This design comes from an exercise in tuning for small area, a short achievable clock period and few clock cycles per item on the open sky130 flow, not from production work.
Only simulation tests tie the RTL to the original design; equivalence was not proved.
Power is estimated from default activity; no workload was simulated.

==> flow/design.v (outline; a module is shown in full before it is edited, if it fits) <==
// module fpu32_fa: 4 lines
// module fpu32_ha: 4 lines
// module fpu32_hai: 4 lines
// module olx_fpu32: 3253 lines
module olx_fpu32 (
    input  wire        clk,
    input  wire        rst,
    input  wire        in_valid,
    output wire        in_ready,
    input  wire [3:0]  in_op,
    input  wire [31:0] in_a,
    input  wire [31:0] in_b,
    input  wire [31:0] in_c,
    output reg         out_valid,
    output reg  [31:0] out_result
);
  // ...
==> flow/flow/run.sh <==
#!/bin/bash
# Standard layout (the standard.sh, all steps), with the port buffers that
# ORFS inserts during placement made of buf_2 cells instead of the default.
set -e
export BUFFER_PORTS_ARGS="-buffer_cell sky130_fd_sc_hd__buf_2"
bash standard.sh > standard_flow.log 2>&1
==> flow/standard.sh <==
#!/bin/bash
# synth_recipe.tcl (not shown) runs the flow's synth.tcl, then flattens the netlist and writes it again
# the make line also repeats each setting of config.mk as NAME=value (left out here)
make -C /OpenROAD-flow-scripts/flow DESIGN_CONFIG=/design/flow/config.mk WORK_HOME=/design/flow/orfs CLKGATE_MAP_FILE= SYNTH_SCRIPT=/design/flow/synth_recipe.tcl "${@:-finish}"
==> flow/config.mk <==
export PLATFORM = sky130hd
export DESIGN_NAME = olx_fpu32
export DESIGN_NICKNAME = olx_fpu32
export VERILOG_FILES = /design/flow/design.v
export SDC_FILE = /design/flow/constraint.sdc
export NUM_CORES = 4
export LEC_CHECK = 0
export CAP_MARGIN = 20
export CORE_MARGIN = 2
export CORE_UTILIZATION = 65
export PLACE_DENSITY = 0.75
export SLEW_MARGIN = 20
export SYNTH_HIERARCHICAL = 1
==> flow/constraint.sdc <==
create_clock -name core_clock -period 32.0 [get_ports {clk}]
set_input_delay 6.4000 -clock core_clock [delete_from_list [all_inputs] [get_ports {clk}]]
set_output_delay 6.4000 -clock core_clock [all_outputs]
set_load 0.01 [all_outputs]
==> run summary, run 1 <==
Critical path arrival -> 8.28 ns
Met1 usage -> 57.9%
Post-route clock skew -> 0.0430 ns
Buffer levels on the longest clock path -> 3
Fraction of area in multi-input gates -> 69.1%
Cell count after synthesis -> 5084
Tmin final -> 7.80 ns
Layout area overhead -> 6.56%
Status -> complete, no violations
First-pass GRT wire length -> 242 mm
Seq/total area -> 19.1%
Worst r2r src -> b0[23]
WP data required -> 32.48 ns
Mux cell area share after synthesis -> 3.90%
Net Sw Frac -> 54.2%
Tapcells -> 864
Hold Crit Class -> reg -> reg
Post-synth EDFFs -> 0
Worst Hold End -> es2[5]
Met1 wire length -> 57.6 mm
Power Clock -> 598 uW
Fin crit share -> 24.4%
CP Buf/Inv Count -> 2
Crit path from -> b0[23]
Layout cell share with drive strength beyond 1 -> 8.39%
Testbench counts, summed over its fixed seeds: cycles 80,016, items 80,000.
==> inputs of run 2 (changes only) <==
--- a/flow/design.v
+++ b/flow/design.v
@@ -68,25 +68,27 @@
     wire [7:0]  ec = {xc[7:1], xc[0] | xc_z};
     wire [8:0]  eab = {1'b0, ea} + {1'b0, eb};                    
     wire        p_tiny = (eab <= 9'd101);                          
     wire [10:0] sh_raw = {3'b0, xa} + {3'b0, xb} + {3'b111, ~xc} +
                          {10'b0, xa_z} + {10'b0, xb_z} + {10'b0, ~xc_z} - 11'd100;
     wire        sh_neg = sh_raw[10];
     wire [6:0]  sh = sh_neg ? 7'd0 : (sh_raw[9:7] != 3'b0) ? 7'd127 : sh_raw[6:0];
     wire [8:0]  es = sh_neg ? {1'b0, ec} - 9'd1 : eab - 9'd101;
-    wire [100:0] cw = {mc, 77'b0} >> sh;
+    wire        sh_big = ~sh_neg & (sh_raw[9:7] != 3'b0);
+    wire [100:0] cw = {mc, 77'b0} >> sh_raw[6:0];
+    wire [75:0] cwin = sh_neg ? {mc, 52'b0} : sh_big ? 76'd0 : cw[100:25];
     reg  [23:0] cmask;
     integer j;
     always @* begin
         for (j = 0; j < 24; j = j + 1)
             cmask[j] = (sh >= 53 + j);
     end
     wire        c_st = |(mc & cmask);
-    wire [76:0] c_al = {cw[100:25], c_st};
+    wire [76:0] c_al = {cwin, c_st};
     wire [77:0] crow_n = {1'b1, c_al ^ {77{~eff_sub}}};
     wire [77:0] t_s, t_k;
     wire [23:0] u_csa_ma = ma;
     wire [23:0] u_csa_mb = mb;
     wire [77:0] u_csa_crow = crow_n;
     wire [77:0] u_csa_s;
     wire [77:0] u_csa_k;
     wire u_csa_pp0_0 = ~(u_csa_ma[0] & u_csa_mb[0]);
==> run 2 against run 1 <==
  * Highest routed layer is now met4
  * Sequential power is 1% lower
  * Largest cell class unchanged
  * Via count shrank 6.6%
  * Clock power is 3% lower
  * Register-to-register slack better by 0.55 ns
  * Largest power group unchanged
==> run summary, run 2 <==
Post-CTS Repair Setup Buffers -> 0
Setup TNS -> 0 ns
Syn Nets -> 5705
DIE WIDTH -> 259 um
Fin crit share -> 23.3% (-1.1 points)
R2R Setup Slk -> 24.75 ns
Vias/cell -> 6.72
Initial antenna violation count -> 5
RSZ-0062 raised after global routing -> false
Nets -> 5639
Layout area overhead -> 6.75%
Global-route usage over all layers -> 44.8%
Area share of the largest cell type after synthesis -> 26.4%
Average wire per standard cell -> 26.5 um
Max-slew violations -> 0
Final hold viol count -> 0
Vias in the first global route -> 37544
1st-pass router iterations -> 7
Post-CTS sizing -> 0
Root Buffer -> clkbuf_16
Critical path endpoint category -> output pin
Critical path depth in cells -> 1
Top delay family on crit path -> flip-flops
Status -> complete, no violations
WP data required -> 25.60 ns (-6.88 ns)
Multi-input logic area -> 0.0310 mm2
Crit path from -> out_result[30]
Commonest non-fill, non-tap cell in the layout -> nand2_1
Worst path slowest cell -> dfxtp_1
First-pass GRT wire length -> 227 mm (-6.4%)
Worst r2r src -> s1[8]
IO Pins -> 137
Post-cts hold buffer count -> 0
Non-filler cells, final -> 5682
Filler cell count -> 5113
R2r worst-path depth -> 24
VDD IR max -> 78.0 uV
Placed cell count -> 5596
Clock Sinks -> 440
Post-synth EDFFs -> 0 (unchanged)
Initial Utilization -> 65.7%
Final wirelength -> 151 mm
Critical path class -> reg -> out
Row count -> 93
Post-synthesis sequential area ratio -> 20.8%
DR DRC count -> 0
CP max stage delay -> 0.32 ns
Rel. slew slack -> 24.4%
Commonest cells in the synthesized netlist -> nand2_1 (852), fa_1 (559), dfxtp_1 (440)
Post-Route Utilization -> 70.1%
Final setup viols -> 0
Synthesized area per cell -> 8.72 um2
Max FO, Critical Path -> 1
Critical Path, Cell by Cell -> buf_2
End point of the critical path -> out_result[30]
Top flop regs -> s1 x77, x2 x77, k1 x47
Post-route clock skew -> 0.0327 ns (-0.0103 ns)
Async SR Flop Fraction -> 0%
Synth area leaders -> fa_1 (26%), dfxtp_1 (21%), nand2_1 (7.6%)
Mapped cell area -> 0.0424 mm2
Die H -> 259 um
Power Density -> 113 mW/mm2
Layout cell share with drive strength beyond 1 -> 8.66% (+0.28 points)
Pin count of the biggest net entering global routing -> 92
Clock-pin slew on the worst setup and hold paths -> 0.06 ns
Max_cap viols -> 0
Critical path arrival -> 1.06 ns (-7.22 ns)
CTS tree -> done
DPL Wire Length -> 110 mm
#FFs+latches synth -> 440
Startpoint types -> flip-flop
Main synth FF type -> dfxtp_1
Worst Tran Pin Value -> 1.12 ns
Synth warnings -> 7
Cell count after synthesis -> 4855 (-4.5%)
Leakage -> 18.5 nW
Area of the core -> 0.0645 mm2
Top-count cell post-synth -> nand2_1
Num CTS Buffers -> 46
RePlAce Congestion -> 1.06
Most frequent cells in the layout -> nand2_1 (852), fa_1 (558), dfxtp_1 (416)
Routed vias -> 38165
DIE AREA -> 0.0672 mm2
Final ANT Viol Nets -> 0
R2r endpoint -> lz2[3]
Synth cell types -> 98
Post-synth top area cell -> fa_1
CP Buf/Inv Count -> 1 (-1)
Fmax -> 134 MHz
Clock Latency Late Sink -> 0.62 ns
Area post-placement -> 0.0435 mm2
Register area -> 0.00884 mm2
Hold Crit Class -> reg -> reg
Finished Cell Area -> 0.0452 mm2
Tmin final -> 7.46 ns (-0.341 ns)
Buffers on Ports -> 135
Iteration-0 DRC Markers -> 5552
Htree depth -> 2
GR Overflow Total -> 0
Buffer levels on the longest clock path -> 3 (unchanged)
## run 2: cell types whose count changed in the layout (fill, tap and decap cells not counted), sizes merged, moves of 24 or more
cell / previous run / this run
nand2: 931 / 853
o22ai: 76 / 36
a21oi: 257 / 223
and2: 52 / 19
nor2: 278 / 310
nand4: 75 / 46
nor2b: 40 / 64
nor3: 105 / 81
o21ai: 243 / 219
## run 2: how the worst min path moves through the flow
stage | start | to | slack, ns | cells after the start
5_1_grt | es1[0] | es2[0] | 0.33 | 0
4_1_cts | es1[1] | es2[1] | 0.33 | 0
2_1_floorplan | es1[0] | es2[0] | 0.31 | 0
3_3_place_gp | sres2 | sres3 | 0.31 | 0
3_5_place_dp | es1[1] | es2[1] | 0.31 | 0
6_report | es1[0] | es2[0] | 0.33 | 0
## run 2: final cells by class
class                           instances  share of cell area [%]
Sequential cell                       440                    19.5
Clock buffer                           63                    2.96
Inverter                              377                    3.13
Timing Repair Buffer                  211                    2.76
Tap cell                              855                    2.37
Antenna cell                            2                  0.0111
Multi-Input combinational cell       3713                    68.5
Clock inverter                         21                   0.703
## run 2: metal layers
metal,vias up,global-route usage (%),routed length [um]
met5,-,0,0
met4,0,22.9,9770
met3,672,14.6,20900
met2,2900,65.3,63200
met1,18352,59.8,56800
li1,16241,-,-
## run 2: kinds of logic (layout without fill, tap and decap cells)
logic type,Yosys count,in the layout,share of synthesized area [%]
AO/OA/AOI/OAI,968,968,15.1
XOR/XNOR,198,198,4.09
adder cells (fa/ha/maj),748,748,32.0
buffers and inverters,702,672,6.31
flip-flops,440,440,20.8
multiplexers,167,167,4.37
other,1,3,0.00885
AND/OR/NAND/NOR,1631,1631,17.4
## run 2: per-module statistics from Yosys, one instance, submodules excluded
module,copies in the design,cells inside,flops+latches,cell area (um2)
fpu32_hai,23,5,0,27.5
fpu32_fa,529,1,0,20.0
olx_fpu32,1,4211,440,31100
## run 2: power by group
group	internal (mW)	leakage [nW]	switching, mW
sequential	0.785	3.69	0.202
clock	0.337	0.799	0.241
combinational	1.37	14.0	2.20
## run 2: metrics by stage
| step | setup slack [ns] | total power, mW | hold WS (ns) |
|---|---|---|---|
| final | 24.54 | 5.13 | 0.329 |
| after global routing | 24.45 | 5.46 | 0.334 |
| after CTS | 24.51 | 5.00 | 0.328 |
| after detailed placement | 24.19 | 4.39 | 0.312 |
| after global placement | 24.22 | 4.32 | 0.312 |
| after floorplan | 24.54 | 3.28 | 0.310 |
Testbench counts of run 2, summed over its fixed seeds: cycles 80,016, items 80,000.

==> re-timing with driven ports <==
In the flow no input, the clock included, has a driving cell. The finished layouts below were timed again as built, in two steps.
Step 1: set_driving_cell puts a clkbuf_16 on clk and a buf_2 on each other input, an assumption about the parent block.
Step 2, shift: input delay + t, output delay - t, t = (earliest + latest rising clock arrival at the registers) / 2. This alone moves slack from input paths to output paths.
a / b / c = ideal / step 1 / step 2; a / b = the first two.
run | t, ns | setup WS [ns] | slew at the worst register clock pin (ns) | worst data-port slew with drivers (ns)
run 1 | 0.682 | 24.198 / 24.198 / 24.092 | 0.07 / 0.07 | 0.10
run 2 | 0.672 | 24.538 / 24.470 / 24.424 | 0.07 / 0.07 | 0.07
After both steps setup and hold are still met in every run listed. The setup slack of run 2, which loses most, moves by -0.068 ns with the drivers and by -0.114 ns with both steps.
